From an optimization exercise on the open Yosys and OpenROAD flow, aimed at small area, a short achievable clock period and few clock cycles per item; shortcuts taken in it are not production practice. The RTL was checked by simulation tests, not by an equivalence proof against the original design. Power figures rest on the tool's default switching activity, not on a simulated workload.

// qmx_unit
module qmx_unit (
    input  wire        clk,
    input  wire        rst_n,       
    input  wire        in_valid,
    output wire        in_ready,
    input  wire [31:0] in_data,     
    input  wire        in_act,      
    input  wire [3:0]  in_fmt,      
    input  wire        in_rz,       
    output wire        out_valid,
    input  wire        out_ready,
    output wire [31:0] out_word,    
    output wire        out_we       
);
export LEC_CHECK = 0
export ABC_AREA = 1
export CAP_MARGIN = 20
export CORE_MARGIN = 2
export CORE_UTILIZATION = 40
export CTS_BUF_LIST = sky130_fd_sc_hd__clkbuf_8 sky130_fd_sc_hd__clkbuf_16
export CTS_CLUSTER_DIAMETER = 100
export CTS_CLUSTER_SIZE = 24
export SLEW_MARGIN = 20
create_clock -name core_clock -period 18.0 [get_ports {clk}]
standard.sh (not shown) runs the stock make flow with config.mk's settings and CLKGATE_MAP_FILE= SYNTH_SCRIPT=/design/flow/synth_recipe.tcl, a recipe that flattens the netlist after the stock synthesis.
==> flow/flow/run.sh <==
#!/bin/bash
set -euo pipefail
rm -rf scripts_local
cp -r "$FLOW_HOME/scripts" scripts_local
cp flow/abc_area.script scripts_local/abc_area.script
export SCRIPTS_DIR="$PWD/scripts_local"
export BUFFER_PORTS_ARGS="-buffer_cell sky130_fd_sc_hd__buf_2"
export SETUP_SLACK_MARGIN=$(cat flow/setup_margin)
bash standard.sh > standard.log 2>&1
==> flow/flow/abc_area.script <==
strash
dc2
dch -f
amap
strash
dch -f
amap
==> flow/flow/setup_margin <==
13.2
Testbench counts at the start, summed over its fixed seeds: cycles 33,040, blocks 1,024.
==> next run, changes <==
==> flow/flow/run.sh (replaced) <==
#!/bin/bash
set -euo pipefail
export BUFFER_PORTS_ARGS="-buffer_cell sky130_fd_sc_hd__buf_2"
export SETUP_SLACK_MARGIN=$(cat flow/setup_margin)
bash standard.sh > standard.log 2>&1
--- a/flow/config.mk
+++ b/flow/config.mk
@@ -12 +11,0 @@
-export CTS_BUF_LIST = sky130_fd_sc_hd__clkbuf_8 sky130_fd_sc_hd__clkbuf_16
removed: flow/flow/abc_area.script
What happened: Non-clock buffer count came out lower by 37. Cell count climbs by 12%. Power came out higher by about 1.3%. Sequential share of layout area fell by 1.2 points. Worst setup slack hardly moves. Combinational power went up by about 10%. Register-to-register slack improves by 0.20 ns. Area after synthesis came out higher by 5.6%.

---

Starting RTL as in the previous note.
Settings: LEC_CHECK=0, ABC_AREA=1, CAP_MARGIN=20, CORE_MARGIN=2, CORE_UTILIZATION=40, CTS_CLUSTER_DIAMETER=100, CTS_CLUSTER_SIZE=24, SLEW_MARGIN=20; clock period 18.0 ns.
==> flow/flow/run.sh <==
#!/bin/bash
set -euo pipefail
export BUFFER_PORTS_ARGS="-buffer_cell sky130_fd_sc_hd__buf_2"
export SETUP_SLACK_MARGIN=$(cat flow/setup_margin)
bash standard.sh > standard.log 2>&1
==> flow/flow/setup_margin <==
13.3
The first run passed the timing, design-rule and antenna checks.
Testbench counts at the start, summed over its fixed seeds: cycles 33,040, blocks 1,024.
Edit:
--- a/flow/flow/run.sh
+++ b/flow/flow/run.sh
@@ -2,0 +3,4 @@
+rm -rf scripts_local
+cp -r "$FLOW_HOME/scripts" scripts_local
+cp flow/abc_area.script scripts_local/abc_area.script
+export SCRIPTS_DIR="$PWD/scripts_local"
==> flow/flow/abc_area.script (new file) <==
strash
dc2
dch -f
amap
strash
dch -f
amap
==> flow/flow/setup_margin (replaced) <==
13.2
Result: Global-route usage climbs by 0.25 points. Synthesized area falls by 5.3%. First-iteration DRC count rises by about 7%. Final area falls by 1.9%. Cell count went down by about 11%. Maximum frequency grows by about 0.3%. Via count falls by about 5%.
Edit:
==> flow/flow/run.sh (replaced) <==
#!/bin/bash
set -euo pipefail
export BUFFER_PORTS_ARGS="-buffer_cell sky130_fd_sc_hd__buf_2"
export SETUP_SLACK_MARGIN=$(cat flow/setup_margin)
bash standard.sh > standard.log 2>&1
==> flow/flow/setup_margin (replaced) <==
13.1
removed: flow/flow/abc_area.script
Result: The changed run finished clean. Worst hold slack is better by 0.0052 ns. Synthesized cell count rises by 18%. Total power rises by 1.0%.
Edit:
==> flow/flow/setup_margin (replaced) <==
13.2
Settings changed: CTS_CLUSTER_SIZE 24 to 20.
- wire length increases by 0.83%
- utilization increases by 0.32 points
- clock skew increases by 0.017 ns
- power increases by 2.7%

what the ideal ports hide:
In the flow no input, the clock included, has a driving cell. The finished layouts below were timed again as built, in two steps.
Step 1 assumes that a clkbuf_16 drives the clock port and a buf_2 every other input.
Step 2 times the ports against the registers' clock, not the clock port: input delays grow and output delays shrink by t, the midpoint of the rising clock arrivals with the driver on.
a / b / c = no drivers / after step 1 / after step 2; a / b = the first two.
run	t, ns	setup slack, ns	worst data-port slew with drivers (ns)	pins driven straight from the clock port
the first run of note 1	0.609	13.314 / 13.258 / 12.840	0.04	1
the second run of note 1	0.605	13.316 / 13.264 / 12.841	0.04	1
the first run of note 2	0.611	13.299 / 13.246 / 12.850	0.04	1
the second run of note 2	0.610	13.314 / 13.258 / 12.838	0.04	1
the third run of note 2	0.606	13.247 / 13.194 / 12.835	0.04	1
the fourth run of note 2	0.625	13.271 / 13.218 / 12.830	0.04	1
After both steps every run listed still meets setup and hold. For the second run of note 2, which loses most, drivers alone change the setup slack by -0.056 ns; drivers and shift together by -0.476 ns.
